Source: an optimization exercise on an open RTL-to-GDS flow (aim: small area, a short achievable clock period and few clock cycles per item). Production flows keep margins and buffers that such runs may drop. Function was checked by simulation only, so behaviour that the tests miss may differ from the original. Treat power and IR drop as tool artefacts here; the default activity estimate runs too high for this design.

==> 05-13 <==
==> flow/design.v (excerpt) <==
module sha256_core (
    input  wire         clk,
    input  wire         rst,         
    input  wire         start,
    input  wire         init,
    input  wire [511:0] block,       
    output wire         ready,
    output reg          done,
    output wire [255:0] digest       
);
clock: 15.0 ns
lec_check: 0
abc_area: 1
cap_margin: 20
core_margin: 2
core_utilization: 40
place_density: 0.6
slew_margin: 20
standard.sh (not shown) runs the stock make flow with config.mk's settings and CLKGATE_MAP_FILE= SYNTH_SCRIPT=/design/flow/synth_recipe.tcl, a recipe that flattens the netlist after the stock synthesis.
==> flow/flow/run.sh <==
#!/bin/bash
# The standard layout, with each port buffered by a buf_1 instead of the
# flow's default port buffer, timing repair asked to leave 10.5 ns of setup
# slack so that it sizes the critical paths, and clock tree synthesis with
# larger sink clusters and no dummy loads. The make output is kept in
# flow_make.log.
set -euo pipefail
bash standard.sh "BUFFER_PORTS_ARGS=-buffer_cell sky130_fd_sc_hd__buf_1" SETUP_SLACK_MARGIN=10.5 \
  "CTS_ARGS=-sink_clustering_enable -repair_clock_nets -dont_use_dummy_load -sink_clustering_size 24 -sink_clustering_max_diameter 120" \
  finish > flow_make.log 2>&1
==> 08-11 (differences from 05-13) <==
==> flow/design.v (replaced) <==
module sha256_core (
    input  wire         clk,
    input  wire         rst,         
    input  wire         start,
    input  wire         init,
    input  wire [511:0] block,       
    output wire         ready,
    output reg          done,
    output wire [255:0] digest       
);
    localparam [255:0] IV = {32'h6a09e667, 32'hbb67ae85, 32'h3c6ef372, 32'ha54ff53a,
                             32'h510e527f, 32'h9b05688c, 32'h1f83d9ab, 32'h5be0cd19};
    reg [31:0] h0, h1, h2, h3, h4, h5, h6, h7;
    reg [31:0] a, b, c, d, e, f, g, h;
    reg [31:0] w [0:15];             
    reg [31:0] kr;                   
    reg [6:0]  t;                    
    reg        busy;
    reg        rdy;                  
    reg        use_iv;               
    assign ready  = rdy;
    assign digest = {h0, h1, h2, h3, h4, h5, h6, h7};
    wire [6:0] t_next = busy ? t + 7'd1 : 7'd0;
    reg [31:0] k_n;
    always @(*) begin
        case (t_next[5:0])
            6'd0:  k_n = 32'h428a2f98; 6'd1:  k_n = 32'h71374491; 6'd2:  k_n = 32'hb5c0fbcf; 6'd3:  k_n = 32'he9b5dba5;
            6'd4:  k_n = 32'h3956c25b; 6'd5:  k_n = 32'h59f111f1; 6'd6:  k_n = 32'h923f82a4; 6'd7:  k_n = 32'hab1c5ed5;
            6'd8:  k_n = 32'hd807aa98; 6'd9:  k_n = 32'h12835b01; 6'd10: k_n = 32'h243185be; 6'd11: k_n = 32'h550c7dc3;
            6'd12: k_n = 32'h72be5d74; 6'd13: k_n = 32'h80deb1fe; 6'd14: k_n = 32'h9bdc06a7; 6'd15: k_n = 32'hc19bf174;
            6'd16: k_n = 32'he49b69c1; 6'd17: k_n = 32'hefbe4786; 6'd18: k_n = 32'h0fc19dc6; 6'd19: k_n = 32'h240ca1cc;
            6'd20: k_n = 32'h2de92c6f; 6'd21: k_n = 32'h4a7484aa; 6'd22: k_n = 32'h5cb0a9dc; 6'd23: k_n = 32'h76f988da;
            6'd24: k_n = 32'h983e5152; 6'd25: k_n = 32'ha831c66d; 6'd26: k_n = 32'hb00327c8; 6'd27: k_n = 32'hbf597fc7;
            6'd28: k_n = 32'hc6e00bf3; 6'd29: k_n = 32'hd5a79147; 6'd30: k_n = 32'h06ca6351; 6'd31: k_n = 32'h14292967;
            6'd32: k_n = 32'h27b70a85; 6'd33: k_n = 32'h2e1b2138; 6'd34: k_n = 32'h4d2c6dfc; 6'd35: k_n = 32'h53380d13;
            6'd36: k_n = 32'h650a7354; 6'd37: k_n = 32'h766a0abb; 6'd38: k_n = 32'h81c2c92e; 6'd39: k_n = 32'h92722c85;
            6'd40: k_n = 32'ha2bfe8a1; 6'd41: k_n = 32'ha81a664b; 6'd42: k_n = 32'hc24b8b70; 6'd43: k_n = 32'hc76c51a3;
            6'd44: k_n = 32'hd192e819; 6'd45: k_n = 32'hd6990624; 6'd46: k_n = 32'hf40e3585; 6'd47: k_n = 32'h106aa070;
            6'd48: k_n = 32'h19a4c116; 6'd49: k_n = 32'h1e376c08; 6'd50: k_n = 32'h2748774c; 6'd51: k_n = 32'h34b0bcb5;
            6'd52: k_n = 32'h391c0cb3; 6'd53: k_n = 32'h4ed8aa4a; 6'd54: k_n = 32'h5b9cca4f; 6'd55: k_n = 32'h682e6ff3;
            6'd56: k_n = 32'h748f82ee; 6'd57: k_n = 32'h78a5636f; 6'd58: k_n = 32'h84c87814; 6'd59: k_n = 32'h8cc70208;
            6'd60: k_n = 32'h90befffa; 6'd61: k_n = 32'ha4506ceb; 6'd62: k_n = 32'hbef9a3f7; default: k_n = 32'hc67178f2;
        endcase
    end
    function [63:0] csa(input [31:0] x, input [31:0] y, input [31:0] z);
        begin
            csa[63:32] = x ^ y ^ z;
            csa[31:0]  = {((x & y) | (x & z) | (y & z)), 1'b0} ;
        end
    endfunction
    wire [31:0] S1 = {e[5:0], e[31:6]} ^ {e[10:0], e[31:11]} ^ {e[24:0], e[31:25]};
    wire [31:0] CH = (e & f) ^ (~e & g);
    wire [31:0] S0 = {a[1:0], a[31:2]} ^ {a[12:0], a[31:13]} ^ {a[21:0], a[31:22]};
    wire [31:0] MJ = (a & b) ^ (a & c) ^ (b & c);
    wire [63:0] x   = csa(h, kr, w[0]);
    wire [63:0] a1  = csa(S1, CH, S0);
    wire [63:0] a2  = csa(x[63:32], x[31:0], MJ);
    wire [63:0] a3  = csa(a1[63:32], a1[31:0], a2[63:32]);
    wire [63:0] a4  = csa(a3[63:32], a3[31:0], a2[31:0]);
    wire [31:0] a_new = a4[63:32] + a4[31:0];
    wire [63:0] e1  = csa(S1, CH, d);
    wire [63:0] e2  = csa(e1[63:32], e1[31:0], x[63:32]);
    wire [63:0] e3  = csa(e2[63:32], e2[31:0], x[31:0]);
    wire [31:0] e_new = e3[63:32] + e3[31:0];
    wire [31:0] ws0  = {w[1][6:0], w[1][31:7]} ^ {w[1][17:0], w[1][31:18]} ^ (w[1] >> 3);
    wire [31:0] ws1  = {w[14][16:0], w[14][31:17]} ^ {w[14][18:0], w[14][31:19]} ^ (w[14] >> 10);
    wire [63:0] s1c  = csa(w[0], w[9], ws0);
    wire [63:0] s2c  = csa(s1c[63:32], s1c[31:0], ws1);
    wire [31:0] wnew = s2c[63:32] + s2c[31:0];
    wire [31:0] fa_sum = h3 + a;
    wire [31:0] fe_sum = h7 + e;
    wire ivsel = init | use_iv;
    wire rot   = busy & (t >= 7'd61);
    wire ivld  = busy & (t == 7'd0) & use_iv;
    always @(posedge clk) begin
        if (rst) begin
            busy   <= 1'b0;
            rdy    <= 1'b1;
            done   <= 1'b0;
            use_iv <= 1'b1;
        end else begin
            done <= 1'b0;
            if (!busy) begin
                if (start) begin
                    busy   <= 1'b1;
                    rdy    <= 1'b0;
                    use_iv <= ivsel;
                end
            end else begin
                if (t == 7'd0)
                    use_iv <= 1'b0;
                if (t == 7'd64) begin
                    busy <= 1'b0;
                    rdy  <= 1'b1;
                    done <= 1'b1;
                end
            end
        end
    end
    integer i;
    always @(posedge clk) begin
        t  <= t_next;
        kr <= k_n;
        if (!busy) begin
            a <= ivsel ? IV[255:224] : h0;
            b <= ivsel ? IV[223:192] : h1;
            c <= ivsel ? IV[191:160] : h2;
            d <= ivsel ? IV[159:128] : h3;
            e <= ivsel ? IV[127:96]  : h4;
            f <= ivsel ? IV[95:64]   : h5;
            g <= ivsel ? IV[63:32]   : h6;
            h <= ivsel ? IV[31:0]    : h7;
            for (i = 0; i < 16; i = i + 1)
                w[i] <= block[511 - 32*i -: 32];
        end else begin
            a <= a_new;
            b <= a;
            c <= b;
            d <= c;
            e <= e_new;
            f <= e;
            g <= f;
            h <= g;
            for (i = 0; i < 15; i = i + 1)
                w[i] <= w[i + 1];
            w[15] <= wnew;
        end
    end
    always @(posedge clk) begin
        if (ivld) begin
            h0 <= IV[255:224]; h1 <= IV[223:192]; h2 <= IV[191:160]; h3 <= IV[159:128];
            h4 <= IV[127:96];  h5 <= IV[95:64];   h6 <= IV[63:32];   h7 <= IV[31:0];
        end else if (rot) begin
            h0 <= fa_sum; h1 <= h0; h2 <= h1; h3 <= h2;
            h4 <= fe_sum; h5 <= h4; h6 <= h5; h7 <= h6;
        end
    end
endmodule
==> flow/flow/run.sh (replaced) <==
#!/bin/bash
# The standard layout, with each port buffered by a buf_1 instead of the
# flow's default port buffer. The make output is kept in flow_make.log.
set -euo pipefail
bash standard.sh "BUFFER_PORTS_ARGS=-buffer_cell sky130_fd_sc_hd__buf_1" finish > flow_make.log 2>&1
CTS_BUF_LIST = sky130_fd_sc_hd__clkbuf_8   (was unset)
==> qor summary <==
Outcome: 05-13 timing/DRC/antenna clean; 08-11 timing/DRC/antenna clean
Met1 Resource Use GR: 05-13 48.96%; 08-11 47.75%
DP Worst Slack: 05-13 9401 ps; 08-11 8910 ps
Number of buffers outside the clock class in the layout: 05-13 843; 08-11 807
Reg-to-reg critical path endpoint: 05-13 e[27]$_DFF_P_; 08-11 e[16]$_DFF_P_
Category of the critical setup timing path: 05-13 flip-flop to output pin; 08-11 primary input to flip-flop
Met3 usage in global routing: 05-13 9.406%; 08-11 5.940%
Xor/xnor cell area share of the yosys netlist: 05-13 5.459%; 08-11 4.791%
Netlist area before placement: 05-13 56630 um^2; 08-11 57770 um^2
Endpoint, Worst Hold: 05-13 w[5][7]$_DFF_P_; 08-11 w[9][31]$_DFF_P_
Unrepaired setup endpoints after global routing: 05-13 true; 08-11 false
Via-to-Cell Ratio: 05-13 5.334; 08-11 5.212
CTS root buf: 05-13 sky130_fd_sc_hd__clkbuf_16; 08-11 sky130_fd_sc_hd__clkbuf_8
Total global routing track utilization: 05-13 35.90%; 08-11 34.68%
Complex-gate fraction of the synthesized area: 05-13 9.268%; 08-11 10.47%
Register cell area after layout: 05-13 24170 um^2; 08-11 21360 um^2
Die ar.: 05-13 144600 um^2; 08-11 147500 um^2
Beginning of the critical path: 05-13 h0[6]$_DFFE_PP_; 08-11 init
Die span in y: 05-13 380.3 um; 08-11 384.0 um
Area added between synthesis and finish: 05-13 13.41%; 08-11 14.32%
Depth of the most critical reg-to-reg path: 05-13 16; 08-11 17
Non-filler instance count after layout: 05-13 9703; 08-11 10720
Start of the worst register-to-register path: 05-13 e[31]$_DFF_P_; 08-11 e[26]$_DFF_P_
Cell area after placement: 05-13 61450 um^2; 08-11 62080 um^2
Testbench counts of 05-13, summed over its fixed seeds: cycles 19,016, blocks 288.
Testbench counts of 08-11, summed over its fixed seeds: cycles 19,016, blocks 288.

==> afterwards: timing with drivers on the ports <==
The results above use ideal ports. As a check the final layouts listed here were re-extracted and re-timed, cells and wires unchanged.
Step 1 (the two cells are an assumption about what drives the block):
set clk [get_ports {clk}]
set_driving_cell -lib_cell sky130_fd_sc_hd__clkbuf_16 $clk
set_driving_cell -lib_cell sky130_fd_sc_hd__buf_2 [delete_from_list [all_inputs] $clk]
Step 2 moves the port delays by t, midway between the first and last clock arrival at a register: inputs arrive t later, outputs are due t later. That takes back most of the time a late clock gives input paths.
Three values: ideal ports, drivers, drivers and shift; two values: the first two.
run	t (ns)	setup slack, ns	hold slack, ns
05-13	0.774	10.512 / 10.422 / 9.904	0.381 / 0.381 / 0.381
08-11	0.986	9.653 / 9.704 / 8.718	0.409 / 0.409 / 0.409
After both steps setup and hold are still met in every run listed. For 08-11, which loses most, drivers alone change the setup slack by +0.051 ns; drivers and shift together by -0.935 ns.
